From an optimization exercise on the open Yosys and OpenROAD flow, aimed at small area; shortcuts taken in it are not production practice. RTL that was checked went through simulation tests only; none was proved equivalent to the original. Only the layout flow was run in run 4; the RTL was not checked for function there.

## flow/flow/run.sh

```bash
#!/bin/bash
# Layout flow: the standard layout (standard.sh, which runs ORFS on
# config.mk with flow/config.mk's settings), with two changes to how the
# layout is made:
#  - the buffers ORFS puts on every input and output port are buf_1 cells
#    (ORFS otherwise picks clkdlybuf4s50_1, 2.7 times the area);
#  - CTS does not add dummy loads to balance the clock tree (the arguments
#    are otherwise the ones ORFS builds from flow/config.mk's CTS settings).
# ORFS writes each step's full log under orfs/logs/; this script's own
# output goes to flow_run.log.
set -euo pipefail
exec > flow_run.log 2>&1
export BUFFER_PORTS_ARGS="-buffer_cell sky130_fd_sc_hd__buf_1"
export CTS_ARGS="-sink_clustering_enable -repair_clock_nets -sink_clustering_size 18 -sink_clustering_max_diameter 70 -buf_list sky130_fd_sc_hd__clkbuf_8 -dont_use_dummy_load"
bash standard.sh
```

## flow/standard.sh

```bash
#!/bin/bash
# synth_recipe.tcl (not shown) runs the flow's synth.tcl, then flattens the netlist and writes it again
# the make line also repeats each setting of config.mk as NAME=value (left out here)
make -C /OpenROAD-flow-scripts/flow DESIGN_CONFIG=/design/flow/config.mk WORK_HOME=/design/flow/orfs CLKGATE_MAP_FILE= SYNTH_SCRIPT=/design/flow/synth_recipe.tcl "${@:-finish}"
```

## flow/config.mk

```make
export PLATFORM = sky130hd
export DESIGN_NAME = bsd_group
export DESIGN_NICKNAME = bsd_group
export VERILOG_FILES = /design/flow/design.v
export SDC_FILE = /design/flow/constraint.sdc
export NUM_CORES = 4
export LEC_CHECK = 0
export CAP_MARGIN = 20
export CORE_MARGIN = 2
export CORE_UTILIZATION = 65
export CTS_BUF_LIST = sky130_fd_sc_hd__clkbuf_8
export CTS_CLUSTER_DIAMETER = 70
export CTS_CLUSTER_SIZE = 18
export PLACE_DENSITY = 0.75
export SLEW_MARGIN = 20
export SYNTH_HIERARCHICAL = 1
export SYNTH_MINIMUM_KEEP_SIZE = 0
```

## flow/constraint.sdc

```tcl
create_clock -name core_clock -period 25.0 [get_ports {clk}]
set_input_delay 5.0000 -clock core_clock [delete_from_list [all_inputs] [get_ports {clk}]]
set_output_delay 5.0000 -clock core_clock [all_outputs]
set_load 0.01 [all_outputs]
```

## flow/design.v

```verilog
module bsd_chan (
    input  wire               clk,
    input  wire               rst,
    input  wire               bit_en,      
    input  wire               din,         
    input  wire               restart,     
    input  wire               restart_n,   
    input  wire               rs_n,        
    input  wire               comb_pend,   
    input  wire               order4,      
    input  wire [31:0]        tap_oh,      
    input  wire               ok1,         
    input  wire               ok2,
    input  wire               ok3,
    input  wire [15:0]        fr3h,        
    input  wire               fr_par,      
    input  wire               fast_en,
    input  wire [17:0]        n_lo,        
    input  wire [17:0]        n_hi,        
    input  wire [17:0]        n_lo_in,     
    input  wire [17:0]        n_hi_in,     
    input  wire [2:0]         fast_cnt,
    input  wire [12:0]        stuck_n,
    output wire [37:0]        s_data,
    output wire [16:0]        fast_val,
    output reg                fast_out,
    output wire               stuck
);
    integer k;
    reg  [36:0] integ [0:3];
    reg  [36:0] comb_n [1:3];    
    reg  [36:0] ni0, ni2;
    wire        rs  = ~rs_n;
    wire [36:0] nia0 = ni0 | {37{rs}};                        
    wire [36:0] ia1  = integ[1] & {37{rs_n}};
    wire        bs   = comb_pend && bit_en;                   
    wire [36:0] nia2 = ni2 | {37{rs || (bs && !order4)}};
    wire [36:0] ia3  = integ[3] & {37{rs_n && order4 && !bs}};
    wire        xn  = ~din && bit_en;
    wire [36:0] n_new0, i_new1, n_new2, i_new3;               
    rc_addx #(37, 37, 2) u_i0 (.a(nia0), .b(~{{36{xn}}, bit_en}), .ci(1'b1), .s(n_new0));
    rc_addx #(37, 37, 0) u_i1 (.a(ia1), .b(~(n_new0 | {37{~bit_en}})), .ci(1'b0), .s(i_new1));
    rc_addx #(37, 37, 2) u_i2 (.a(nia2), .b(~(i_new1 & {37{bit_en}})), .ci(1'b1), .s(n_new2));
    rc_addx #(37, 37, 0) u_i3 (.a(ia3), .b(~(n_new2 | {37{~(bit_en || !order4)}})), .ci(1'b0), .s(i_new3));
    wire [36:0] c_val1 = integ[3];
    wire [36:0] c_val2, c_val3, c_val4;
    rc_addx #(37, 37, 2) u_c1 (.a(c_val1), .b(comb_n[1]), .ci(1'b1), .s(c_val2));
    rc_addx #(37, 37, 2) u_c2 (.a(c_val2), .b(comb_n[2]), .ci(1'b1), .s(c_val3));
    rc_addx #(37, 37, 2) u_c3 (.a(c_val3), .b(comb_n[3]), .ci(1'b1), .s(c_val4));
    wire [36:0] s_res = c_val4;
    wire        s_pos = (s_res[35:0] == 36'd0) && dl1[0];    
    assign s_data = {s_res[36] && !s_pos, s_res};
    always @(posedge clk) begin
        ni0      <= n_new0;
        integ[1] <= i_new1;
        ni2      <= n_new2;
        integ[3] <= i_new3;
        if (bit_en) begin
            if (restart) begin
                for (k = 1; k < 4; k = k + 1)
                    comb_n[k] <= ~37'd0;
            end else if (comb_pend) begin
                comb_n[1] <= ~(c_val1 & {37{restart_n}});
                comb_n[2] <= ~(c_val2 & {37{restart_n}});
                comb_n[3] <= ~(c_val3 & {37{restart_n && order4}});
            end
        end
    end
    reg [31:0] dl1, dl2, dl3;           
    wire b1 = |(dl1 & tap_oh) && ok1;   
    wire b2 = |(dl2 & tap_oh) && ok2;   
    wire b3 = |(dl3 & tap_oh) && ok3;   
    reg [7:0]  g1;
    reg [11:0] e2;
    reg [15:0] h3;
    wire [3:0] ur = {2'b00, b2, b2} + {3'b000, din} - {2'b00, b1, b1} - {3'b000, b3};
    wire [3:0] u  = ur & {4{bit_en}};
    wire [7:0] g1_n;
    rc_addx #(8, 8, 0) u_g1 (.a(g1), .b({{4{u[3]}}, u}), .ci(1'b0), .s(g1_n));
    wire [11:0] e2_n;
    rc_addx #(12, 12, 0) u_e2 (.a(e2), .b({{4{g1_n[7]}}, g1_n} & {12{bit_en}}), .ci(1'b0), .s(e2_n));
    wire [15:0] h3_n;
    rc_addx #(16, 16, 0) u_h3 (.a(h3), .b({{4{e2_n[11]}}, e2_n} & {16{bit_en}}), .ci(1'b0), .s(h3_n));
    assign fast_val = {h3, fr_par};
    wire [17:0] v = {~h3_n[15], h3_n, fr_par};    
    wire c_lo, c_hi, c_lo_in, c_hi_in;
    rc_cmpk #(18, 1) u_lo    (.a(v), .nb(n_lo),    .co(c_lo));      
    rc_cmpk #(18, 0) u_hi    (.a(v), .nb(n_hi),    .co(c_hi));      
    rc_cmpk #(18, 1) u_lo_in (.a(v), .nb(n_lo_in), .co(c_lo_in));   
    rc_cmpk #(18, 0) u_hi_in (.a(v), .nb(n_hi_in), .co(c_hi_in));   
    wire out_now = !c_lo || c_hi;
    wire in_now  = c_lo_in && !c_hi_in;
    reg  [2:0] cnt_out, cnt_in;
    wire [2:0] cnt_out_n = out_now ? ((cnt_out == 3'd4) ? 3'd4 : cnt_out + 3'd1) : 3'd0;
    wire [2:0] cnt_in_n  = in_now  ? ((cnt_in  == 3'd4) ? 3'd4 : cnt_in  + 3'd1) : 3'd0;
    always @(posedge clk) begin
        if (bit_en) begin
            dl1 <= {dl1[30:0], din};
            dl2 <= {dl2[30:0], b1};
            dl3 <= {dl3[30:0], b2};
        end
        if (rst) begin
            g1       <= 8'd0;
            e2       <= 12'd0;
            h3       <= fr3h;
            fast_out <= 1'b0;
            cnt_out  <= 3'd0;
            cnt_in   <= 3'd0;
        end else begin
            g1  <= g1_n;
            e2  <= e2_n;
            h3  <= h3_n;
            if (bit_en) begin
                cnt_out  <= cnt_out_n;
                cnt_in   <= cnt_in_n;
                if (!fast_en)
                    fast_out <= 1'b0;
                else if (!fast_out && cnt_out_n >= fast_cnt)
                    fast_out <= 1'b1;
                else if (fast_out && cnt_in_n >= fast_cnt)
                    fast_out <= 1'b0;
            end else if (!fast_en) begin
                fast_out <= 1'b0;
            end
        end
    end
    reg  [12:0] run_len;
    wire [12:0] run_inc;
    rc_inc #(13) u_run (.a(run_len), .s(run_inc));
    wire run_ge;
    rc_cmpk #(13, 1) u_stuck (.a(run_len), .nb(~stuck_n), .co(run_ge));
    always @(posedge clk) begin
        if (rst) begin
            run_len <= 13'd0;
        end else if (bit_en) begin
            if (run_len != 13'd0 && din == dl1[0])
                run_len <= (&run_len) ? run_len : run_inc;
            else
                run_len <= 13'd1;
        end
    end
    assign stuck = run_ge;
endmodule
module rc_add #(parameter W = 8) (
    input  wire [W-1:0] a,
    input  wire [W-1:0] b,
    input  wire         ci,
    output wire [W-1:0] s
);
    wire [W:0] c;
    assign c[0] = ci;
    genvar i;
    generate
        for (i = 0; i < W; i = i + 1) begin : g_bit
            fa1 u_fa (.a(a[i]), .b(b[i]), .ci(c[i]), .s(s[i]), .co(c[i+1]));
        end
    endgenerate
endmodule
module rc_inc #(parameter W = 8) (
    input  wire [W-1:0] a,
    output wire [W-1:0] s
);
    wire [W:0] c;
    assign c[0] = 1'b1;
    genvar i;
    generate
        for (i = 0; i < W; i = i + 1) begin : g_bit
            ha1 u_ha (.a(a[i]), .b(c[i]), .s(s[i]), .co(c[i+1]));
        end
    endgenerate
endmodule
module ha1 (
    input  wire a,
    input  wire b,
    output wire s,
    output wire co
);
    assign s  = a ^ b;
    assign co = a & b;
endmodule
module fa1 (
    input  wire a,
    input  wire b,
    input  wire ci,
    output wire s,
    output wire co
);
    assign s  = a ^ b ^ ci;
    assign co = (a & b) | (ci & (a ^ b));
endmodule
module rc_cmpk #(parameter W = 8, parameter CI = 1) (
    input  wire [W-1:0] a,
    input  wire [W-1:0] nb,
    output wire         co
);
    wire [W-1:0] c;
    assign c[0] = (CI != 0) ? (a[0] | nb[0]) : (a[0] & nb[0]);
    genvar i;
    generate
        for (i = 1; i < W; i = i + 1) begin : g_bit
            maj1 u_mj (.a(a[i]), .b(nb[i]), .c(c[i-1]), .y(c[i]));
        end
    endgenerate
    assign co = c[W-1];
endmodule
module maj1 (
    input  wire a,
    input  wire b,
    input  wire c,
    output wire y
);
    assign y = (a & b) | (a & c) | (b & c);
endmodule
module rc_addx #(parameter W = 8, parameter WB = 8, parameter CI = 1) (
    input  wire [W-1:0]  a,
    input  wire [WB-1:0] b,
    input  wire          ci,
    output wire [W-1:0]  s
);
    wire [W:0] c;
    genvar i;
    generate
        if (CI == 0) begin : g_c0
            ha1 u_ha (.a(a[0]), .b(b[0]), .s(s[0]), .co(c[1]));
        end else if (CI == 1) begin : g_c1
            fa1 u_fa (.a(a[0]), .b(b[0]), .ci(ci), .s(s[0]), .co(c[1]));
        end else begin : g_c2
            assign s[0] = ~(a[0] ^ b[0]);
            assign c[1] = a[0] | b[0];
        end
        for (i = 1; i < W; i = i + 1) begin : g_bit
            if (i < WB) begin : g_f
                fa1 u_fa (.a(a[i]), .b(b[i]), .ci(c[i]), .s(s[i]), .co(c[i+1]));
            end else begin : g_h
                ha1 u_ha (.a(a[i]), .b(c[i]), .s(s[i]), .co(c[i+1]));
            end
        end
    endgenerate
endmodule
module rc_addxc #(parameter W = 8, parameter WB = 8, parameter CI = 1) (
    input  wire [W-1:0]  a,
    input  wire [WB-1:0] b,
    input  wire          ci,
    output wire [W:0]    s
);
    wire [W:0] c;
    genvar i;
    generate
        if (CI == 0) begin : g_c0
            ha1 u_ha (.a(a[0]), .b(b[0]), .s(s[0]), .co(c[1]));
        end else if (CI == 1) begin : g_c1
            fa1 u_fa (.a(a[0]), .b(b[0]), .ci(ci), .s(s[0]), .co(c[1]));
        end else begin : g_c2
            assign s[0] = ~(a[0] ^ b[0]);
            assign c[1] = a[0] | b[0];
        end
        for (i = 1; i < W; i = i + 1) begin : g_bit
            if (i < WB) begin : g_f
                fa1 u_fa (.a(a[i]), .b(b[i]), .ci(c[i]), .s(s[i]), .co(c[i+1]));
            end else begin : g_h
                ha1 u_ha (.a(a[i]), .b(c[i]), .s(s[i]), .co(c[i+1]));
            end
        end
    endgenerate
    assign s[W] = c[W];
endmodule
module rc_addc #(parameter W = 8) (
    input  wire [W-1:0] a,
    input  wire [W-1:0] b,
    output wire [W:0]   s
);
    wire [W:0] c;
    assign c[0] = 1'b0;
    genvar i;
    generate
        for (i = 0; i < W; i = i + 1) begin : g_bit
            fa1 u_fa (.a(a[i]), .b(b[i]), .ci(c[i]), .s(s[i]), .co(c[i+1]));
        end
    endgenerate
    assign s[W] = c[W];
endmodule
module bsd_group (
    input  wire         clk,
    input  wire         rst,
    input  wire         bit_en,
    input  wire [3:0]   sdin,
    input  wire         sync,
    input  wire         order4,
    input  wire [9:0]   dec_r,
    input  wire [5:0]   fast_r,
    input  wire         fast_en,
    input  wire [17:0]  fast_lo,
    input  wire [17:0]  fast_hi,
    input  wire [16:0]  fast_hyst,
    input  wire [2:0]   fast_cnt,
    input  wire [12:0]  stuck_n,
    output reg          s_valid,
    output wire [151:0] s_data,
    output wire [67:0]  fast_val,
    output wire [3:0]   fast_out,
    output wire [3:0]   stuck
);
    localparam NCH = 4;
    reg  sync_pend;
    wire restart = sync | sync_pend;
    reg  [9:0] blk_cnt;
    wire [9:0] blk_inc;
    rc_inc #(10) u_blk_inc (.a(blk_cnt), .s(blk_inc));
    wire [9:0] blk_cnt_n = restart ? 10'd1 : blk_inc;
    wire       blk_end   = (blk_cnt_n == dec_r);
    reg  comb_pend;
    reg  fr_par;
    always @(posedge clk) begin
        if (rst) begin
            sync_pend <= 1'b1;
            blk_cnt   <= 10'd0;
            s_valid   <= 1'b0;
            comb_pend <= 1'b0;
            fr_par    <= fast_r[0];
        end else begin
            s_valid <= bit_en && blk_end;
            if (bit_en) begin
                sync_pend <= 1'b0;
                blk_cnt   <= blk_end ? 10'd0 : blk_cnt_n;
                comb_pend <= blk_end;
            end else if (sync) begin
                sync_pend <= 1'b1;
            end
        end
    end
    reg  [6:0] nb_cnt;
    wire [6:0] nb_inc;
    rc_inc #(7) u_nb_inc (.a(nb_cnt), .s(nb_inc));
    always @(posedge clk) begin
        if (rst)
            nb_cnt <= 7'd0;
        else if (bit_en && nb_cnt != 7'd96)
            nb_cnt <= nb_inc;
    end
    wire [6:0] fr_x1 = {1'b0, fast_r};
    wire [6:0] fr_x2 = {fast_r, 1'b0};
    wire [6:0] fr_x3;                   
    wire [6:0] fr_x3h;
    rc_addxc #(6, 5, 0) u_fr_x3 (.a(fast_r), .b(fast_r[5:1]), .ci(1'b0), .s(fr_x3h));
    assign fr_x3 = {fr_x3h[5:0], fast_r[0]};
    wire ok1, ok2, ok3;      
    rc_cmpk #(7, 1) u_ok1 (.a(nb_cnt), .nb(~fr_x1), .co(ok1));
    rc_cmpk #(7, 1) u_ok2 (.a(nb_cnt), .nb(~fr_x2), .co(ok2));
    rc_cmpk #(7, 1) u_ok3 (.a(nb_cnt), .nb(~fr_x3), .co(ok3));
    reg [15:0] fr3h;
    always @(*) begin
        case (fast_r)
            6'd0: fr3h = 16'h0000;
            6'd1: fr3h = 16'hffff;
            6'd2: fr3h = 16'hfffc;
            6'd3: fr3h = 16'hfff2;
            6'd4: fr3h = 16'hffe0;
            6'd5: fr3h = 16'hffc1;
            6'd6: fr3h = 16'hff94;
            6'd7: fr3h = 16'hff54;
            6'd8: fr3h = 16'hff00;
            6'd9: fr3h = 16'hfe93;
            6'd10: fr3h = 16'hfe0c;
            6'd11: fr3h = 16'hfd66;
            6'd12: fr3h = 16'hfca0;
            6'd13: fr3h = 16'hfbb5;
            6'd14: fr3h = 16'hfaa4;
            6'd15: fr3h = 16'hf968;
            6'd16: fr3h = 16'hf800;
            6'd17: fr3h = 16'hf667;
            6'd18: fr3h = 16'hf49c;
            6'd19: fr3h = 16'hf29a;
            6'd20: fr3h = 16'hf060;
            6'd21: fr3h = 16'hede9;
            6'd22: fr3h = 16'heb34;
            6'd23: fr3h = 16'he83c;
            6'd24: fr3h = 16'he500;
            6'd25: fr3h = 16'he17b;
            6'd26: fr3h = 16'hddac;
            6'd27: fr3h = 16'hd98e;
            6'd28: fr3h = 16'hd520;
            6'd29: fr3h = 16'hd05d;
            6'd30: fr3h = 16'hcb44;
            6'd31: fr3h = 16'hc5d0;
            6'd32: fr3h = 16'hc000;
            6'd33: fr3h = 16'hb9cf;
            6'd34: fr3h = 16'hb33c;
            6'd35: fr3h = 16'hac42;
            6'd36: fr3h = 16'ha4e0;
            6'd37: fr3h = 16'h9d11;
            6'd38: fr3h = 16'h94d4;
            6'd39: fr3h = 16'h8c24;
            6'd40: fr3h = 16'h8300;
            6'd41: fr3h = 16'h7963;
            6'd42: fr3h = 16'h6f4c;
            6'd43: fr3h = 16'h64b6;
            6'd44: fr3h = 16'h59a0;
            6'd45: fr3h = 16'h4e05;
            6'd46: fr3h = 16'h41e4;
            6'd47: fr3h = 16'h3538;
            6'd48: fr3h = 16'h2800;
            6'd49: fr3h = 16'h1a37;
            6'd50: fr3h = 16'h0bdc;
            6'd51: fr3h = 16'hfcea;
            6'd52: fr3h = 16'hed60;
            6'd53: fr3h = 16'hdd39;
            6'd54: fr3h = 16'hcc74;
            6'd55: fr3h = 16'hbb0c;
            6'd56: fr3h = 16'ha900;
            6'd57: fr3h = 16'h964b;
            6'd58: fr3h = 16'h82ec;
            6'd59: fr3h = 16'h6ede;
            6'd60: fr3h = 16'h5a20;
            6'd61: fr3h = 16'h44ad;
            6'd62: fr3h = 16'h2e84;
            6'd63: fr3h = 16'h17a0;
            default: fr3h = 16'h0000;
        endcase
    end
    wire [18:0] lo_in, hi_in;
    rc_addx #(19, 17, 0) u_lo_in (.a({fast_lo[17], fast_lo}), .b(fast_hyst), .ci(1'b0), .s(lo_in));
    wire [17:0] hi_lo17;
    rc_addxc #(17, 17, 2) u_hi_in (.a(fast_hi[16:0]), .b(~fast_hyst), .ci(1'b1), .s(hi_lo17));
    wire        hi_c = hi_lo17[17];
    assign hi_in = {fast_hi[17] ^ (!hi_c && !fast_hi[17]), fast_hi[17] ^ !hi_c, hi_lo17[16:0]};
    wire [17:0] lo_in_s = (lo_in[18] != lo_in[17]) ? 18'h1ffff : lo_in[17:0];
    wire [17:0] hi_in_s = (hi_in[18] != hi_in[17]) ? 18'h20000 : hi_in[17:0];
    wire [4:0]  tap    = fast_r[4:0] - 5'd1;
    wire [31:0] tap_oh = 32'd1 << tap;
    genvar c;
    generate
        for (c = 0; c < NCH; c = c + 1) begin : g_ch
            bsd_chan u_ch (
                .clk       (clk),
                .rst       (rst),
                .bit_en    (bit_en),
                .din       (sdin[c]),
                .restart   (restart),
                .restart_n (~restart),
                .rs_n      (~(restart && bit_en)),
                .comb_pend (comb_pend),
                .order4    (order4),
                .tap_oh    (tap_oh),
                .ok1       (ok1),
                .ok2       (ok2),
                .ok3       (ok3),
                .fr3h      (fr3h),
                .fr_par    (fr_par),
                .fast_en   (fast_en),
                .n_lo      (~{~fast_lo[17], fast_lo[16:0]}),
                .n_hi      (~{~fast_hi[17], fast_hi[16:0]}),
                .n_lo_in   (~{~lo_in_s[17], lo_in_s[16:0]}),
                .n_hi_in   (~{~hi_in_s[17], hi_in_s[16:0]}),
                .fast_cnt  (fast_cnt),
                .stuck_n   (stuck_n),
                .s_data    (s_data[38*c +: 38]),
                .fast_val  (fast_val[17*c +: 17]),
                .fast_out  (fast_out[c]),
                .stuck     (stuck[c])
            );
        end
    endgenerate
endmodule
```

==> summary.txt, run 1 <==
* Status: finished clean
* Initial antenna violation count at 13
* Placed cell count at 8610
* Worst-Skew Late Latency at 900 ps
* Crit path largest cell delay at 540 ps
* Routability cong. at 0.9229
* CTS max path bufs at 3
* Worst Skew at 107.3 ps
* Cell Area, Synth at 89150 sq um
* Total track usage at 27.85%
* Synth warn at 12
* RSZ-0062 raised after global routing: no
* Crit-path max FO at 3
* DRC at 0
* Avg Cell Area, Syn at 13.37 sq um
* Grt ovf at 0
* Slowest CP cell: nor4_1
* Setup violations, final at 0
* Fin nets at 8409
* Crit share post-route at 92.21%
* CTS Sinks at 1665
* CP Class: flip-flop to output port
* Initial drt markers at 4261
* Reg clk slew, reported paths at 120 ps
* Hold WS at 380.5 ps
* Total iterations of the first detailed-routing run at 6
* Post-Place Setup Slack at 1639 ps
* Core footprint at 135800 sq um
* Largest net degree at the start of global routing at 207
* Setup_tns at 0 ps
* CTS tree: done
* Antenna Nets Post-Route at 0
* Max-cap violations at 0
* Final hold viol count at 0
* H-tree depth at 3
* Vias after detailed routing at 50250
* Fin cells at 8735
* Final setup margin at 1947 ps
* Area delta synth->final at 5.511%
* Post-route minimum period at 23050 ps
* Die width at 374.3 microns
* Std-Cell Rows at 135
* DR vias/cell at 5.752
* Crit start category: flip-flop
* Share of layout cells above drive strength 1 at 12.67%
* Worst setup EP type: output port
* CP required at 20000 ps
* Global-route wire length before repair at 304600 microns
* CTS resizes at 0
* Cts bufs inserted at 116
* Relative slew slack at 11.04%
* Cells after synthesis at 6666
* Die area at 140100 sq um
* Final wirelength at 187200 microns
* Slew at the pin closest to its max-slew limit at 1333 ps
* Post-DP HPWL at 137800 microns
* Hold-fix buffers, CTS at 0
* Final Max Slew Viols at 0
* Port Buffer Count at 323
* Die H at 374.3 microns
* # IOs at 324
* CP most frequent cell: fa_1
* Max Clock Freq at 0.04338 GHz
* WL per Instance at 21.43 microns
* Setup bufs post-CTS at 0
* Starting density of the core at 65.65%
* Root Driver: clkbuf_8
* HP Class: flip-flop to flip-flop
* Crit path DAT at 18050 ps
* Vias in the first global route at 55040
[layer usage]
| layer | global-route usage, % | wire length (microns) | vias up | part of all wire (%) |
|---|---|---|---|---|
| li1 | - | - | 22670 | - |
| met2 | 45.51 | 91230 | 1333 | 49 |
| met4 | 9.084 | 7160 | 16 | 3.8 |
| met5 | 0 | 88 | - | 0.047 |
| met3 | 6.555 | 14160 | 350 | 7.6 |
| met1 | 37.19 | 74560 | 25880 | 40 |
[worst paths after layout]
check | depth (start not counted) | slack [ps] | from | endpoint
max | 44 | 1950 | g_ch[0].u_ch.integ[3][0] | s_data[37]
min | 0 | 380 | g_ch[3].u_ch.dl3[1] | g_ch[3].u_ch.dl3[2]
max reg2reg | 50 | 6870 | sync_pend | g_ch[2].u_ch.integ[3][36]
min reg2reg | 0 | 380 | g_ch[3].u_ch.dl3[1] | g_ch[3].u_ch.dl3[2]
[state kept, by name (all words and copies together) (netlist names), 32 cells and up]
signal and flops:
g_ch.u_ch.e2 48, g_ch.u_ch.h3 64, g_ch.u_ch.ni0 148, g_ch.u_ch.dl2 128, g_ch.u_ch.dl1 128, g_ch.u_ch.g1 32
g_ch.u_ch.run_len 52, g_ch.u_ch.integ 296, g_ch.u_ch.dl3 128, g_ch.u_ch.ni2 148, g_ch.u_ch.comb_n 444
[critical path: cells and delay by family (launching register included)]
family / cells / cell delay, ps
fa+ha+maj: 38 / 15450
flops: 1 / 370
buf+inv: 3 / 260
simple gates: 2 / 820
compound gates: 1 / 300
[metrics by stage]
| step | area, sq um | util [%] |
|---|---|---|
| 3_5_place_dp | 92430 | 68.06 |
| 6_report | 94070 | 69.26 |
| 5_1_grt | 94060 | 69.26 |
| 2_1_floorplan | 89160 | - |
| 3_3_place_gp | 92420 | 68.05 |
| 4_1_cts | 94030 | 69.24 |
[layout make-up]
cell class / count / area [sq um]
Antenna cell: 9 / 22.52
Clock buffer: 116 / 1597
Fill cell: 9741 / 41740
Inverter: 271 / 1017
Multi-Input combinational cell: 4485 / 45670
Sequential cell: 1665 / 41630
Tap cell: 1781 / 2228
Timing Repair Buffer: 408 / 1904
[layout by cell type, fill, tap and decap left out, drive strengths merged, types with 17 or more instances in the layout]
cell type  count
fa          1180
dfxtp        836
edfxtp       829
nand2        732
nor2         439
and2         404
buf          403
maj3         338
inv          271
ha           187
nand2b       182
or2          163
a22oi        160
clkbuf       121
a21oi        101
nor2b         89
nand3         72
nand4         65
mux2          64
o21ai         44
nor4          38
nor3          28
mux2i         18
a22o          17
a221oi        17
==> inputs of run 2 (changes only) <==
--- a/flow/config.mk
+++ b/flow/config.mk
@@ -9,3 +9,3 @@
 export CORE_MARGIN = 2
-export CORE_UTILIZATION = 65
+export CORE_UTILIZATION = 78
 export CTS_BUF_LIST = sky130_fd_sc_hd__clkbuf_8
@@ -13,3 +13,3 @@
 export CTS_CLUSTER_SIZE = 18
-export PLACE_DENSITY = 0.75
+export PLACE_DENSITY = 0.88
 export SLEW_MARGIN = 20
==> summary.txt, run 2 <==
* Synth warn at 12
* Max-cap violations at 0
* Initial drt markers at 4792
* CP required at 25670 ps
* Slew at the pin closest to its max-slew limit at 1180 ps
* WL per Instance at 23.48 microns
* Largest net degree at the start of global routing at 94
* Crit-path max FO at 58
* Final Max Slew Viols at 0
* Relative slew slack at 21.23%
* Crit start category: input pin
* DRC at 0
* CTS resizes at 0
* Final hold viol count at 0
* Root Driver: clkbuf_8
* H-tree depth at 3
* CTS max path bufs at 3
* Total iterations of the first detailed-routing run at 6
* Biggest register: g_ch.u_ch.comb_n
* Filler cells at 5839
* Fin cells at 8470
* Slowest CP cell: fa_1
* Worst setup EP type: flip-flop
* Grt ovf at 0
* Status: finished clean
* Reg clk slew, reported paths at 110 ps
* Setup bufs post-CTS at 0
* Port Buffer Count at 323
* Avg Cell Area, Syn at 13.37 sq um
* Cells after synthesis at 6666
* Met2 Use GR at 59.49%
* Routability cong. at 0.9577
* Vias after detailed routing at 52290
* Placed cell count at 8350
* Vias in the first global route at 57200
* Die H at 342.1 microns
* Die width at 342.1 microns
* Max Clock Freq at 0.04340 GHz
* Final core area utilization at 82.26%
* Cts bufs inserted at 111
* Biggest regs: g_ch.u_ch.comb_n: 444 flops, g_ch.u_ch.integ: 296 flops
* Worst-Skew Late Latency at 880 ps
* Crit path largest cell delay at 560 ps
* Cell Area, Synth at 89150 sq um
* GRT met1 Usage at 46.99%
* Leading cell type in the layout, fill and taps excluded: fa_1
* HP Class: flip-flop to flip-flop
* DP Area at 92120 sq um
* Starting density of the core at 78.29%
* Most frequent cells in the layout: 1180 x fa_1, 836 x dfxtp_1, 829 x edfxtp_1, 719 x nand2_1, 403 x nor2_1
* Fin nets at 8413
* DR vias/cell at 6.173
* Setup violations, final at 0
* CP most frequent cell: fa_1
* Initial antenna violation count at 11
* Crit path DAT at 23710 ps
* Post-route minimum period at 23040 ps
* Final wirelength at 198900 microns
* Worst Skew at 125.3 ps
* Max reg flops at 444
* Std-Cell Rows at 124
* CP Class: input pin to flip-flop
* Core footprint at 113900 sq um
* Crit share post-route at 92.16%
* Post-DP HPWL at 144700 microns
* Met3 Use GR at 6.552%
* GRT Max-Usage Layer: met2
* Die area at 117000 sq um
* Final instance area at 93680 sq um
* CTS Sinks at 1665
* Setup_tns at 0 ps
* Total track usage at 35.32%
* Share of layout cells above drive strength 1 at 12.71%
* Global-route wire length before repair at 317000 microns
* CTS tree: done
* Hold-fix buffers, CTS at 0
* Area delta synth->final at 5.075%
* RSZ-0062 raised after global routing: no
* Antenna Nets Post-Route at 0
* # IOs at 324
run 2: cell types whose count changed in the layout (fill, tap and decap cells not counted), sizes merged:
cell / change
buf: +10
clkbuf: -6
run 2: layout make-up:
class	count	area [sq um]	area share, %
inverters	271	1017	1.086
repair buffers	417	1928	2.058
clock buffers	111	1528	1.631
flip-flops and latches	1665	41630	44.44
well taps	1512	1892	2.020
diodes	9	22.52	0.02404
multi-input cells	4485	45660	48.74
run 2: stage by stage:
step / hold WS, ps / setup slack [ps]
3_3_place_gp: 428.1 / 1922
4_1_cts: 408.3 / 1947
3_5_place_dp: 435.7 / 1227
6_report: 393.0 / 1959
5_1_grt: 404.3 / 1346
2_1_floorplan: 426.4 / 1840
run 2: worst max-delay path, delay by kind of cell:
family | cells | cell delay [ps]
adder cells (fa/ha/maj) | 40 | 16140
buffers and inverters | 5 | 1120
AND/OR/NAND/NOR | 6 | 1380
run 2: path summary, 6_finish.rpt:
kind	from	endpoint	slack, ps	cells after the start
max	sync	g_ch[1].u_ch.integ[3][36]	1960	51
min	g_ch[3].u_ch.integ[3][2]	g_ch[3].u_ch.comb_n[1][2]	390	1
max reg2reg	sync_pend	g_ch[1].u_ch.integ[3][36]	5860	50
min reg2reg	g_ch[3].u_ch.integ[3][2]	g_ch[3].u_ch.comb_n[1][2]	390	1
run 2: layer usage:
metal | vias to the layer above | share of wire (%)
li1 | 22700 | -
met1 | 26900 | 37
met2 | 2162 | 51
met3 | 517 | 7.4
met4 | 6 | 3.9
met5 | - | 0.019
==> inputs of run 3 (changes only) <==
--- a/flow/design.v
+++ b/flow/design.v
@@ -29,11 +29,10 @@
     integer k;
-    reg  [36:0] integ [0:3];
     reg  [36:0] comb_n [1:3];    
-    reg  [36:0] ni0, ni2;
+    reg  [36:0] ni0, i1, ni2, i3;
     wire        rs  = ~rs_n;
     wire [36:0] nia0 = ni0 | {37{rs}};                        
-    wire [36:0] ia1  = integ[1] & {37{rs_n}};
+    wire [36:0] ia1  = i1 & {37{rs_n}};
     wire        bs   = comb_pend && bit_en;                   
     wire [36:0] nia2 = ni2 | {37{rs || (bs && !order4)}};
-    wire [36:0] ia3  = integ[3] & {37{rs_n && order4 && !bs}};
+    wire [36:0] ia3  = i3 & {37{rs_n && order4 && !bs}};
     wire        xn  = ~din && bit_en;
@@ -44,3 +43,3 @@
     rc_addx #(37, 37, 0) u_i3 (.a(ia3), .b(~(n_new2 | {37{~(bit_en || !order4)}})), .ci(1'b0), .s(i_new3));
-    wire [36:0] c_val1 = integ[3];
+    wire [36:0] c_val1 = i3;
     wire [36:0] c_val2, c_val3, c_val4;
@@ -53,6 +52,6 @@
     always @(posedge clk) begin
-        ni0      <= n_new0;
-        integ[1] <= i_new1;
-        ni2      <= n_new2;
-        integ[3] <= i_new3;
+        ni0 <= n_new0;
+        i1  <= i_new1;
+        ni2 <= n_new2;
+        i3  <= i_new3;
         if (bit_en) begin
@@ -143,17 +142,2 @@
 endmodule
-module rc_add #(parameter W = 8) (
-    input  wire [W-1:0] a,
-    input  wire [W-1:0] b,
-    input  wire         ci,
-    output wire [W-1:0] s
-);
-    wire [W:0] c;
-    assign c[0] = ci;
-    genvar i;
-    generate
-        for (i = 0; i < W; i = i + 1) begin : g_bit
-            fa1 u_fa (.a(a[i]), .b(b[i]), .ci(c[i]), .s(s[i]), .co(c[i+1]));
-        end
-    endgenerate
-endmodule
 module rc_inc #(parameter W = 8) (
@@ -263,17 +247,2 @@
         end
-    endgenerate
-    assign s[W] = c[W];
-endmodule
-module rc_addc #(parameter W = 8) (
-    input  wire [W-1:0] a,
-    input  wire [W-1:0] b,
-    output wire [W:0]   s
-);
-    wire [W:0] c;
-    assign c[0] = 1'b0;
-    genvar i;
-    generate
-        for (i = 0; i < W; i = i + 1) begin : g_bit
-            fa1 u_fa (.a(a[i]), .b(b[i]), .ci(c[i]), .s(s[i]), .co(c[i+1]));
-        end
     endgenerate
--- a/flow/config.mk
+++ b/flow/config.mk
@@ -9,3 +9,3 @@
 export CORE_MARGIN = 2
-export CORE_UTILIZATION = 78
+export CORE_UTILIZATION = 65
 export CTS_BUF_LIST = sky130_fd_sc_hd__clkbuf_8
@@ -13,3 +13,3 @@
 export CTS_CLUSTER_SIZE = 18
-export PLACE_DENSITY = 0.88
+export PLACE_DENSITY = 0.75
 export SLEW_MARGIN = 20
==> summary.txt, run 3 <==
* Status: finished clean
* H-tree depth at 3
* Total track usage at 27.65%
* Worst Hold Endpoint: g_ch[3].u_ch.dl2[30]
* Crit path DAT at 18080 ps
* Met2 Use GR at 45.42%
* RSZ-0062 raised after global routing: no
* Buf/Inv on CP at 3
* Cts bufs inserted at 115
* Reg-to-Reg End: g_ch[3].u_ch.i3[36]
* CP most frequent cell: fa_1
* CTS Sinks at 1665
* Root Driver: clkbuf_8
* Port Buffer Count at 323
* Setup_tns at 0 ps
* Slowest CP cell: nor4_1
* Crit share post-route at 92.31%
* Post-route minimum period at 23080 ps
* Crit start category: flip-flop
* GRT met1 Usage at 37.52%
* Hold-fix buffers, CTS at 0
* GRT Max-Usage Layer: met2
* Vias in the first global route at 54850
* Starting density of the core at 65.65%
* Setup violations, final at 0
* Cell Area, Synth at 89150 sq um
* DRC at 0
* Largest net degree at the start of global routing at 180
* Synth warn at 10
* Relative slew slack at 19.29%
* Die width at 374.3 microns
* CTS tree: done
* CTS max path bufs at 3
* Reg2reg setup slack at 6270 ps
* Die area at 140100 sq um
* Die H at 374.3 microns
* Post-DP HPWL at 137900 microns
* Core footprint at 135800 sq um
* Antenna Nets Post-Route at 0
* CP Class: flip-flop to output port
* Hold wc startpoint: g_ch[3].u_ch.dl2[29]
* Biggest register: g_ch.u_ch.comb_n
* WL per Instance at 21.28 microns
* Crit-path max FO at 2
* Most frequent cells in the layout: 1180 x fa_1, 836 x dfxtp_1, 829 x edfxtp_1, 719 x nand2_1
* Slew at the pin closest to its max-slew limit at 1209 ps
* Setup bufs post-CTS at 0
* Worst Skew at 178.5 ps
* Final Max Slew Viols at 0
* Final wirelength at 185600 microns
* CTS resizes at 0
* CP required at 20000 ps
* Leading cell type in the layout, fill and taps excluded: fa_1
* Crit-path leading delay family: adder cells
* Initial drt markers at 3959
* Area delta synth->final at 5.451%
* Total iterations of the first detailed-routing run at 6
* Max reg flops at 444
* Routability cong. at 0.9343
* Std-Cell Rows at 135
* Initial antenna violation count at 19
* Max-cap violations at 0
* Met3 Use GR at 5.199%
* Fin nets at 8399
* Vias after detailed routing at 50290
* Reg clk slew, reported paths at 110 ps
* Grt ovf at 0
* Worst setup EP type: output port
* HP Class: flip-flop to flip-flop
* Final hold viol count at 0
* Worst-Skew Late Latency at 920 ps
* Share of layout cells above drive strength 1 at 12.56%
* Avg Cell Area, Syn at 13.37 sq um
* Global-route wire length before repair at 302300 microns
* Max Clock Freq at 0.04333 GHz
* R2R depth at 46
* # IOs at 324
* Cells after synthesis at 6666
* Hold WS at 392.4 ps
* Worst r2r src: sync_pend
* Crit path largest cell delay at 800 ps
* Hold depth at 0
* DR vias/cell at 5.765
-- run 3: cell count changes in the layout (fill, tap and decap cells not counted), sizes merged --
cell / previous run / this run
buf: 413 / 394
clkbuf: 115 / 120
diode: 9 / 7
-- run 3: routing by layer --
| metal | routed length, microns | up-vias |
|---|---|---|
| li1 | - | 22660 |
| met1 | 74630 | 25800 |
| met2 | 90770 | 1449 |
| met3 | 13000 | 361 |
| met4 | 7081 | 16 |
| met5 | 104 | - |
-- run 3: area by class of cell --
class | instances | area [sq um]
antenna | 7 | 17.52
clock buffer | 115 | 1583
fill | 9481 | 41790
inverter | 271 | 1017
multi-input combinational | 4485 | 45680
sequential | 1665 | 41630
tap | 1781 | 2228
timing repair buffer | 399 | 1856
-- run 3: worst max path at each step --
| stage | depth (start not counted) | from | end | slack, ps |
|---|---|---|---|---|
| finish | 44 | g_ch[3].u_ch.comb_n[1][0] | s_data[151] | 1920 |
| global route | 44 | g_ch[3].u_ch.comb_n[1][0] | s_data[151] | 1270 |
| CTS | 44 | g_ch[3].u_ch.comb_n[1][0] | s_data[151] | 1800 |
| detailed placement | 47 | sync | g_ch[3].u_ch.i3[36] | 1420 |
| global placement | 47 | sync | g_ch[3].u_ch.i3[36] | 1880 |
| floorplan | 45 | bit_en | g_ch[0].u_ch.i3[36] | 1840 |
-- run 3: per-stage QoR --
step | worst slack (ps) | utilization [%] | std cells | instance area (sq um)
after floorplan | 1840 | - | 6667 | 89160
after global placement | 1883 | 68.01 | 8599 | 92360
after detailed placement | 1417 | 68.03 | 8600 | 92390
after CTS | 1796 | 69.20 | 8715 | 93970
after global routing | 1266 | 69.22 | 8721 | 94010
final | 1921 | 69.23 | 8723 | 94010
-- run 3: worst reg2reg max path: cells and delay by family (launching register included) --
kind | cells | cell delay (ps)
adder cells (fa/ha/maj) | 38 | 15660
buffers and inverters | 2 | 1100
AND/OR/NAND/NOR | 6 | 1530
flip-flops | 1 | 330
==> inputs of run 4 (changes only) <==
--- a/flow/design.v
+++ b/flow/design.v
@@ -5,8 +5,9 @@
     input  wire               din,         
-    input  wire               restart,     
-    input  wire               restart_n,   
-    input  wire               rs_n,        
-    input  wire               comb_pend,   
-    input  wire               order4,      
-    input  wire [31:0]        tap_oh,      
+    input  wire [26:0]        cw0,         
+    input  wire [26:0]        cw1,
+    input  wire [26:0]        cw2,
+    input  wire [26:0]        cw3,
+    input  wire               a_sh,        
+    input  wire               a_kp,        
+    input  wire [4:0]         tap,         
     input  wire               ok1,         
@@ -29,53 +30,43 @@
     integer k;
-    reg  [36:0] comb_n [1:3];    
-    reg  [36:0] ni0, i1, ni2, i3;
-    wire        rs  = ~rs_n;
-    wire [36:0] nia0 = ni0 | {37{rs}};                        
-    wire [36:0] ia1  = i1 & {37{rs_n}};
-    wire        bs   = comb_pend && bit_en;                   
-    wire [36:0] nia2 = ni2 | {37{rs || (bs && !order4)}};
-    wire [36:0] ia3  = i3 & {37{rs_n && order4 && !bs}};
-    wire        xn  = ~din && bit_en;
-    wire [36:0] n_new0, i_new1, n_new2, i_new3;               
-    rc_addx #(37, 37, 2) u_i0 (.a(nia0), .b(~{{36{xn}}, bit_en}), .ci(1'b1), .s(n_new0));
-    rc_addx #(37, 37, 0) u_i1 (.a(ia1), .b(~(n_new0 | {37{~bit_en}})), .ci(1'b0), .s(i_new1));
-    rc_addx #(37, 37, 2) u_i2 (.a(nia2), .b(~(i_new1 & {37{bit_en}})), .ci(1'b1), .s(n_new2));
-    rc_addx #(37, 37, 0) u_i3 (.a(ia3), .b(~(n_new2 | {37{~(bit_en || !order4)}})), .ci(1'b0), .s(i_new3));
-    wire [36:0] c_val1 = i3;
-    wire [36:0] c_val2, c_val3, c_val4;
-    rc_addx #(37, 37, 2) u_c1 (.a(c_val1), .b(comb_n[1]), .ci(1'b1), .s(c_val2));
-    rc_addx #(37, 37, 2) u_c2 (.a(c_val2), .b(comb_n[2]), .ci(1'b1), .s(c_val3));
-    rc_addx #(37, 37, 2) u_c3 (.a(c_val3), .b(comb_n[3]), .ci(1'b1), .s(c_val4));
-    wire [36:0] s_res = c_val4;
-    wire        s_pos = (s_res[35:0] == 36'd0) && dl1[0];    
-    assign s_data = {s_res[36] && !s_pos, s_res};
+    reg  [36:0] acc0, acc1;
+    reg  [35:0] acc2;
+    reg  [32:0] acc3;
+    wire xn = ~din && bit_en;          
+    wire [36:0] base0 = (acc1 & {37{a_sh}}) | (acc0 & {37{a_kp}});
+    wire [36:0] base1 = ({acc2[35], acc2} & {37{a_sh}}) | (acc1 & {37{a_kp}});
+    wire [35:0] base2 = ({{3{acc3[32]}}, acc3} & {36{a_sh}}) | (acc2 & {36{a_kp}});
+    wire [32:0] base3 = acc3 & {33{a_kp}};
+    wire [36:0] acc0_n, acc1_n;
+    wire [35:0] acc2_n;
+    wire [32:0] acc3_n;
+    rc_add #(37) u_a0 (.a(base0), .b({{10{xn}}, cw0 ^ {27{xn}}}), .ci(xn), .s(acc0_n));
+    rc_add #(37) u_a1 (.a(base1), .b({{10{xn}}, cw1 ^ {27{xn}}}), .ci(xn), .s(acc1_n));
+    rc_add #(36) u_a2 (.a(base2), .b({{9{xn}},  cw2 ^ {27{xn}}}), .ci(xn), .s(acc2_n));
+    rc_add #(33) u_a3 (.a(base3), .b({{6{xn}},  cw3 ^ {27{xn}}}), .ci(xn), .s(acc3_n));
     always @(posedge clk) begin
-        ni0 <= n_new0;
-        i1  <= i_new1;
-        ni2 <= n_new2;
-        i3  <= i_new3;
-        if (bit_en) begin
-            if (restart) begin
-                for (k = 1; k < 4; k = k + 1)
-                    comb_n[k] <= ~37'd0;
-            end else if (comb_pend) begin
-                comb_n[1] <= ~(c_val1 & {37{restart_n}});
-                comb_n[2] <= ~(c_val2 & {37{restart_n}});
-                comb_n[3] <= ~(c_val3 & {37{restart_n && order4}});
-            end
-        end
+        acc0 <= acc0_n;
+        acc1 <= acc1_n;
+        acc2 <= acc2_n;
+        acc3 <= acc3_n;
     end
+    wire s_pos = (acc0[35:0] == 36'd0) && dl1[0];    
+    assign s_data = {acc0[36] && !s_pos, acc0};
     reg [31:0] dl1, dl2, dl3;           
-    wire b1 = |(dl1 & tap_oh) && ok1;   
-    wire b2 = |(dl2 & tap_oh) && ok2;   
-    wire b3 = |(dl3 & tap_oh) && ok3;   
-    reg [7:0]  g1;
+    wire b1 = dl1[tap] && ok1;          
+    wire b2 = dl2[tap] && ok2;          
+    wire b3 = dl3[tap] && ok3;          
+    reg [6:0]  e1, e1d;
     reg [11:0] e2;
     reg [15:0] h3;
-    wire [3:0] ur = {2'b00, b2, b2} + {3'b000, din} - {2'b00, b1, b1} - {3'b000, b3};
-    wire [3:0] u  = ur & {4{bit_en}};
-    wire [7:0] g1_n;
-    rc_addx #(8, 8, 0) u_g1 (.a(g1), .b({{4{u[3]}}, u}), .ci(1'b0), .s(g1_n));
+    wire [2:0] t1r = {2'b00, din} + {2'b00, b2} - {1'b0, b1, 1'b0};
+    wire [2:0] t2r = {2'b00, b1}  + {2'b00, b3} - {1'b0, b2, 1'b0};
+    wire [2:0] t1  = t1r & {3{bit_en}};
+    wire [2:0] t2  = t2r & {3{bit_en}};
+    wire [6:0] e1_n, e1d_n;
+    rc_addx #(7, 7, 0) u_e1  (.a(e1),  .b({{4{t1[2]}}, t1}), .ci(1'b0), .s(e1_n));
+    rc_addx #(7, 7, 0) u_e1d (.a(e1d), .b({{4{t2[2]}}, t2}), .ci(1'b0), .s(e1d_n));
+    wire [7:0] de1;
+    rc_addx #(8, 8, 2) u_de1 (.a({e1_n[6], e1_n}), .b(~{e1d_n[6], e1d_n}), .ci(1'b1), .s(de1));
     wire [11:0] e2_n;
-    rc_addx #(12, 12, 0) u_e2 (.a(e2), .b({{4{g1_n[7]}}, g1_n} & {12{bit_en}}), .ci(1'b0), .s(e2_n));
+    rc_addx #(12, 12, 0) u_e2 (.a(e2), .b({{4{de1[7]}}, de1} & {12{bit_en}}), .ci(1'b0), .s(e2_n));
     wire [15:0] h3_n;
@@ -101,3 +92,4 @@
         if (rst) begin
-            g1       <= 8'd0;
+            e1       <= 7'd0;
+            e1d      <= 7'd0;
             e2       <= 12'd0;
@@ -108,3 +100,4 @@
         end else begin
-            g1  <= g1_n;
+            e1  <= e1_n;
+            e1d <= e1d_n;
             e2  <= e2_n;
@@ -142,2 +135,17 @@
 endmodule
+module rc_add #(parameter W = 8) (
+    input  wire [W-1:0] a,
+    input  wire [W-1:0] b,
+    input  wire         ci,
+    output wire [W-1:0] s
+);
+    wire [W:0] c;
+    assign c[0] = ci;
+    genvar i;
+    generate
+        for (i = 0; i < W; i = i + 1) begin : g_bit
+            fa1 u_fa (.a(a[i]), .b(b[i]), .ci(c[i]), .s(s[i]), .co(c[i+1]));
+        end
+    endgenerate
+endmodule
 module rc_inc #(parameter W = 8) (
@@ -250,2 +258,60 @@
 endmodule
+module rc_addc #(parameter W = 8) (
+    input  wire [W-1:0] a,
+    input  wire [W-1:0] b,
+    output wire [W:0]   s
+);
+    wire [W:0] c;
+    assign c[0] = 1'b0;
+    genvar i;
+    generate
+        for (i = 0; i < W; i = i + 1) begin : g_bit
+            fa1 u_fa (.a(a[i]), .b(b[i]), .ci(c[i]), .s(s[i]), .co(c[i+1]));
+        end
+    endgenerate
+    assign s[W] = c[W];
+endmodule
+module rc_mul #(parameter NA = 8, parameter NB = 8) (
+    input  wire [NA-1:0]    a,
+    input  wire [NB-1:0]    b,
+    output wire [NA+NB-1:0] p
+);
+    wire [NA-1:0] hi [0:NB-1];    
+    assign p[0]  = a[0] & b[0];
+    assign hi[0] = {1'b0, a[NA-1:1] & {(NA-1){b[0]}}};
+    genvar j;
+    generate
+        for (j = 1; j < NB; j = j + 1) begin : g_row
+            wire [NA:0] s;
+            rc_addc #(NA) u_row (.a(hi[j-1]), .b(a & {NA{b[j]}}), .s(s));
+            assign p[j]  = s[0];
+            assign hi[j] = s[NA:1];
+        end
+    endgenerate
+    assign p[NA+NB-1:NB] = hi[NB-1];
+endmodule
+module div3 #(parameter W = 8) (
+    input  wire [W-1:0] a,
+    output wire [W-1:0] q
+);
+    wire [1:0] r [0:W-1];
+    assign q[W-1]   = 1'b0;
+    assign r[W-1]   = {1'b0, a[W-1]};
+    genvar i;
+    generate
+        for (i = W - 2; i >= 0; i = i - 1) begin : g_bit
+            div3_step u_st (.r(r[i+1]), .a(a[i]), .q(q[i]), .ro(r[i]));
+        end
+    endgenerate
+endmodule
+module div3_step (
+    input  wire [1:0] r,
+    input  wire       a,
+    output wire       q,
+    output wire [1:0] ro
+);
+    assign q     = r[1] | (r[0] & a);
+    assign ro[1] = (r[0] & ~a) | (r[1] & a);
+    assign ro[0] = (~r[1] & ~r[0] & a) | (r[1] & ~a);
+endmodule
 module bsd_group (
@@ -299,2 +365,85 @@
     end
+    wire       en    = bit_en;
+    wire       bend  = bit_en && blk_end;
+    wire [9:0] pos   = restart ? 10'd0 : blk_cnt;
+    wire [8:0]  rm1 = dec_r[8:0] - 9'd1;
+    wire [8:0]  rm2 = dec_r[8:0] - 9'd2;
+    wire [18:0] p_q;
+    rc_mul #(10, 9) u_mq (.a(dec_r), .b(rm1), .p(p_q));        
+    wire [16:0] q   = p_q[17:1];                                
+    wire [25:0] p_t;
+    rc_mul #(17, 9) u_mt (.a(q), .b(rm2), .p(p_t));            
+    wire [25:0] p_t3;
+    div3 #(26) u_d3 (.a(p_t), .q(p_t3));
+    wire [24:0] t   = p_t3[24:0];                               
+    wire [17:0] q1;
+    rc_addxc #(17, 10, 0) u_q1 (.a(q), .b(dec_r), .ci(1'b0), .s(q1));          
+    wire [24:0] t1, t2;
+    rc_addx #(25, 17, 0) u_t1 (.a(t),  .b(q),  .ci(1'b0), .s(t1));    
+    rc_addx #(25, 18, 0) u_t2 (.a(t1), .b(q1), .ci(1'b0), .s(t2));    
+    wire [26:0] sv0 = order4 ? {2'b00, t2}  : {9'd0, q1};
+    wire [18:0] sd0 = order4 ? {1'b1, ~q1} : {10'h3ff, ~rm1};
+    wire        cfix = restart && order4;
+    wire [26:0] sv1 = order4 ? {t1, 2'b00}  : {10'd0, q};
+    wire [18:0] sd1 = {9'd0, dec_r};
+    wire [26:0] sv2 = {2'b00, t & {25{order4}}};
+    wire [18:0] sd2 = {2'b00, q & {17{order4}}};
+    wire [11:0] i3;                     
+    wire [10:0] i3h;
+    rc_addxc #(10, 9, 0) u_i3 (.a(pos), .b(pos[9:1]), .ci(1'b0), .s(i3h));
+    assign i3 = {i3h, pos[0]};
+    wire [11:0] i3_2r, r_3i;
+    wire [9:0]  r_i10;                  
+    rc_addx #(10, 10, 2) u_ri (.a(dec_r), .b(~pos), .ci(1'b1), .s(r_i10));
+    wire [11:0] r_i = {2'b00, r_i10};
+    rc_add #(12) u_i3r  (.a(i3),             .b(~{1'b0, dec_r, 1'b0}),  .ci(1'b1), .s(i3_2r));
+    rc_add #(12) u_r3i  (.a({2'b00, dec_r}), .b(~i3),                   .ci(1'b1), .s(r_3i));
+    wire [11:0] d2_0 = order4 ? r_i   : 12'd1;
+    wire [11:0] d2_1 = order4 ? i3_2r : 12'hffe;
+    wire [11:0] d2_2 = order4 ? r_3i  : 12'd1;
+    wire [11:0] d2_3 = order4 ? {2'b00, pos} : 12'd0;
+    reg  [26:0] gv0, gv1, gv2, gv3;
+    reg  [18:0] gd0, gd1, gd2, gd3;
+    wire [26:0] cv0 = restart ? sv0 : gv0;
+    wire [26:0] cv1 = restart ? sv1 : gv1;
+    wire [26:0] cv2 = restart ? sv2 : gv2;
+    wire [26:0] cv3 = restart ? 27'd0 : gv3;
+    wire [18:0] cd0 = restart ? sd0 : gd0;
+    wire [18:0] cd1 = restart ? sd1 : gd1;
+    wire [18:0] cd2 = restart ? sd2 : gd2;
+    wire [18:0] cd3 = restart ? 19'd0 : gd3;
+    wire [18:0] cd0g = cd0 & {19{en}};
+    wire [18:0] cd1g = cd1 & {19{en}};
+    wire [18:0] cd2g = cd2 & {19{en}};
+    wire [18:0] cd3g = cd3 & {19{en}};
+    wire [26:0] nv0, nv1, nv2, nv3;
+    rc_add #(27) u_nv0 (.a(cv0), .b({{8{cd0g[18]}}, cd0g}), .ci(cfix && en), .s(nv0));
+    rc_addx #(27, 27, 0) u_nv1 (.a(cv1), .b({{8{cd1g[18]}}, cd1g}), .ci(1'b0), .s(nv1));
+    rc_addx #(27, 27, 0) u_nv2 (.a(cv2), .b({{8{cd2g[18]}}, cd2g}), .ci(1'b0), .s(nv2));
+    rc_addx #(27, 27, 0) u_nv3 (.a(cv3), .b({{8{cd3g[18]}}, cd3g}), .ci(1'b0), .s(nv3));
+    wire [11:0] d2_0g = d2_0 & {12{en}};
+    wire [11:0] d2_1g = d2_1 & {12{en}};
+    wire [11:0] d2_2g = d2_2 & {12{en}};
+    wire [11:0] d2_3g = d2_3 & {12{en}};
+    wire [18:0] nd0, nd1, nd2, nd3;
+    rc_add #(19) u_nd0 (.a(cd0), .b({{7{d2_0g[11]}}, d2_0g}), .ci(cfix), .s(nd0));
+    rc_addx #(19, 19, 0) u_nd1 (.a(cd1), .b({{7{d2_1g[11]}}, d2_1g}), .ci(1'b0), .s(nd1));
+    rc_addx #(19, 19, 0) u_nd2 (.a(cd2), .b({{7{d2_2g[11]}}, d2_2g}), .ci(1'b0), .s(nd2));
+    rc_addx #(19, 19, 0) u_nd3 (.a(cd3), .b({{7{d2_3g[11]}}, d2_3g}), .ci(1'b0), .s(nd3));
+    always @(posedge clk) begin
+        gv0 <= bend ? nv1 : nv0;
+        gv1 <= bend ? nv2 : nv1;
+        gv2 <= bend ? nv3 : nv2;
+        gv3 <= bend ? 27'd0 : nv3;
+        gd0 <= bend ? nd1 : nd0;
+        gd1 <= bend ? nd2 : nd1;
+        gd2 <= bend ? nd3 : nd2;
+        gd3 <= bend ? 19'd0 : nd3;
+    end
+    wire [26:0] cw0 = cv0 & {27{en}};
+    wire [26:0] cw1 = cv1 & {27{en}};
+    wire [26:0] cw2 = cv2 & {27{en}};
+    wire [26:0] cw3 = cv3 & {27{en}};
+    wire a_sh = en && comb_pend && !restart;
+    wire a_kp = !en || (!comb_pend && !restart);
     reg  [6:0] nb_cnt;
@@ -396,4 +545,3 @@
     wire [17:0] hi_in_s = (hi_in[18] != hi_in[17]) ? 18'h20000 : hi_in[17:0];
-    wire [4:0]  tap    = fast_r[4:0] - 5'd1;
-    wire [31:0] tap_oh = 32'd1 << tap;
+    wire [4:0] tap = fast_r[4:0] - 5'd1;
     genvar c;
@@ -406,8 +554,9 @@
                 .din       (sdin[c]),
-                .restart   (restart),
-                .restart_n (~restart),
-                .rs_n      (~(restart && bit_en)),
-                .comb_pend (comb_pend),
-                .order4    (order4),
-                .tap_oh    (tap_oh),
+                .cw0       (cw0),
+                .cw1       (cw1),
+                .cw2       (cw2),
+                .cw3       (cw3),
+                .a_sh      (a_sh),
+                .a_kp      (a_kp),
+                .tap       (tap),
                 .ok1       (ok1),
--- a/flow/flow/run.sh
+++ b/flow/flow/run.sh
@@ -13,3 +13,3 @@
 export BUFFER_PORTS_ARGS="-buffer_cell sky130_fd_sc_hd__buf_1"
-export CTS_ARGS="-sink_clustering_enable -repair_clock_nets -sink_clustering_size 18 -sink_clustering_max_diameter 70 -buf_list sky130_fd_sc_hd__clkbuf_8 -dont_use_dummy_load"
+export CTS_ARGS="-sink_clustering_enable -repair_clock_nets -sink_clustering_size 14 -sink_clustering_max_diameter 60 -buf_list sky130_fd_sc_hd__clkbuf_8 -dont_use_dummy_load"
 bash standard.sh
--- a/flow/config.mk
+++ b/flow/config.mk
@@ -11,4 +11,4 @@
 export CTS_BUF_LIST = sky130_fd_sc_hd__clkbuf_8
-export CTS_CLUSTER_DIAMETER = 70
-export CTS_CLUSTER_SIZE = 18
+export CTS_CLUSTER_DIAMETER = 60
+export CTS_CLUSTER_SIZE = 14
 export PLACE_DENSITY = 0.75
==> summary.txt, run 4 <==
* Routability cong. at 0.8925
* Final Max Slew Viols at 0
* Max Clock Freq at 0.02217 GHz
* Slowest CP cell: fa_2
* HP Class: flip-flop to flip-flop
* Area delta synth->final at 9.662%
* Port Buffer Count at 323
* CP Class: input pin to flip-flop
* Grt ovf at 0
* Sequential Area at 32060 sq um
* Root Driver: clkbuf_8
* Core footprint at 141400 sq um
* RSZ-0062 raised after global routing: yes
* Crit share post-route at 180.4%
* Final wirelength at 229800 microns
* Worst-Skew Late Latency at 890 ps
* Crit path largest cell delay at 610 ps
* Initial drt markers at 4495
* Placed cell count at 9450
* GRT met1 Usage at 43.66%
* Total iterations of the first detailed-routing run at 6
* Final setup margin at -20100 ps
* Global-route wire length before repair at 362400 microns
* Starting density of the core at 65.43%
* Vias after detailed routing at 57570
* Hold wc startpoint: g_ch[2].u_ch.dl3[24]
* CP most frequent cell: fa_2
* Final hold viol count at 0
* Slew at the pin closest to its max-slew limit at 1098 ps
* Fin nets at 9283
* Leading cell type in the layout, fill and taps excluded: dfxtp_1
* Worst setup EP type: flip-flop
* Std-Cell Rows at 138
* Final core area utilization at 71.76%
* Met3 Use GR at 5.695%
* Met2 Use GR at 52.65%
* # IOs at 324
* Die width at 381.3 microns
* Failed Checks: setup timing
* WL per Instance at 23.89 microns
* Cell Area, Synth at 92530 sq um
* Setup_tns at -6355920 ps
* Reg clk slew, reported paths at 90 ps
* Cts bufs inserted at 134
* Max-cap violations at 0
* CTS max path bufs at 3
* CTS Sinks at 1409
* Status: complete, but fails checks
* Most frequent cells in the layout: 1024 x dfxtp_1, 649 x fa_2, 619 x and2_1, 616 x fa_1, 425 x a22o_1
* Avg Cell Area, Syn at 12.60 sq um
* Crit start category: input pin
* Area occupied by multi-input gates at 60310 sq um
* Post-route minimum period at 45100 ps
* Antenna Nets Post-Route at 0
* Die area at 145400 sq um
* Relative slew slack at 25.86%
* Crit path launch: dec_r[1]
* Total track usage at 32.31%
* Biggest regs: g_ch.u_ch.acc0: 148 flops, g_ch.u_ch.acc1: 148 flops, g_ch.u_ch.acc2: 144 flops
* H-tree depth at 4
* GRT Max-Usage Layer: met2
* Post-Place Setup Slack at -22000 ps
* Share of layout cells above drive strength 1 at 24.38%
* Initial antenna violation count at 11
* Worst Skew at 104.0 ps
* Crit-path max FO at 4
* Fin cells at 9618
* DR vias/cell at 5.986
* Synth warn at 11
* Worst r2r src: sync_pend
* Die H at 381.3 microns
* Vias in the first global route at 61240
* CP required at 25760 ps
* Filler cells at 9694
* Largest net degree at the start of global routing at 191
* DRC at 0
* Post-DP HPWL at 174300 microns
* Setup violations, final at 513
* Crit path DAT at 45860 ps
* CTS tree: done
* Hold-fix buffers, CTS at 0
* Cells after synthesis at 7343
run 4: per-stage QoR:
stage / hold slack [ps] / instance area, sq um
2_1_floorplan: 417.2 / 94490
3_3_place_gp: 420.8 / 98540
3_5_place_dp: 423.0 / 98550
4_1_cts: 398.8 / 101200
5_1_grt: 406.7 / 101500
6_report: 400.9 / 101500
run 4: path summary, 6_finish.rpt:
kind / to / slack [ps] / depth (start not counted)
hold reg to reg: g_ch[2].u_ch.dl3[25] / 400 / 0
setup reg to reg: g_ch[0].u_ch.acc1[36] / 8340 / 42
setup / recovery: g_ch[2].u_ch.acc0[36] / -20100 / 115
hold / removal: g_ch[2].u_ch.dl3[25] / 400 / 0
run 4: final cells by class:
class / instances / share of cell area, %
Antenna cell: 7 / 0.01726
Clock buffer: 134 / 1.818
Inverter: 269 / 1.006
Multi-Input combinational cell: 5281 / 59.43
Sequential cell: 1409 / 31.60
Tap cell: 1890 / 2.330
Timing Repair Buffer: 628 / 3.801
run 4: worst max-delay path, delay by kind of cell:
family	cells	cell delay, ps
AND/OR/NAND/NOR	3	550
multiplexers	25	7240
AO/OA/AOI/OAI	2	350
adder cells (fa/ha/maj)	80	32230
buffers and inverters	4	330
XOR/XNOR	1	140
run 4: metal layers:
metal	wire, microns	vias up	part of all wire, %
li1	-	25570	-
met1	93630	29880	41
met2	112700	1697	49
met3	13800	423	6.0
met4	9621	8	4.2
met5	56	-	0.024
run 4: timing repair:
item | 4_1_cts | 5_1_grt
pin swaps | 120 | 67
setup buffers | 18 | 9
gates resized for setup | 224 | 36
setup endpoints to repair | 513 | 513

[re-timing with driven ports]
No port has a modelled driver above. Below, the same layouts with a new extraction and two added sets of constraints.
Step 1, drivers: a clkbuf_16 drives clk and a buf_2 each remaining input, both assumed.
Step 2 also shifts input and output timing later by t, the mid clock arrival at the registers, as if the neighbouring blocks saw the same clock.
Three values: ideal, step 1, step 2; two values: the first two.
| run | t, ns | setup slack, ns | pins driven straight from the clock port |
|---|---|---|---|
| run 1 | 0.916 | 1.947 / 1.875 / 1.637 | 1 |
| run 2 | 0.882 | 1.959 / 1.973 / 1.129 | 1 |
| run 3 | 0.901 | 1.921 / 1.846 / 1.566 | 1 |
| run 4 | 0.919 | -20.102 / -20.085 / -21.005 | 1 |
The setup slack of run 4, which loses most, moves by +0.017 ns with the drivers and by -0.903 ns with both steps.
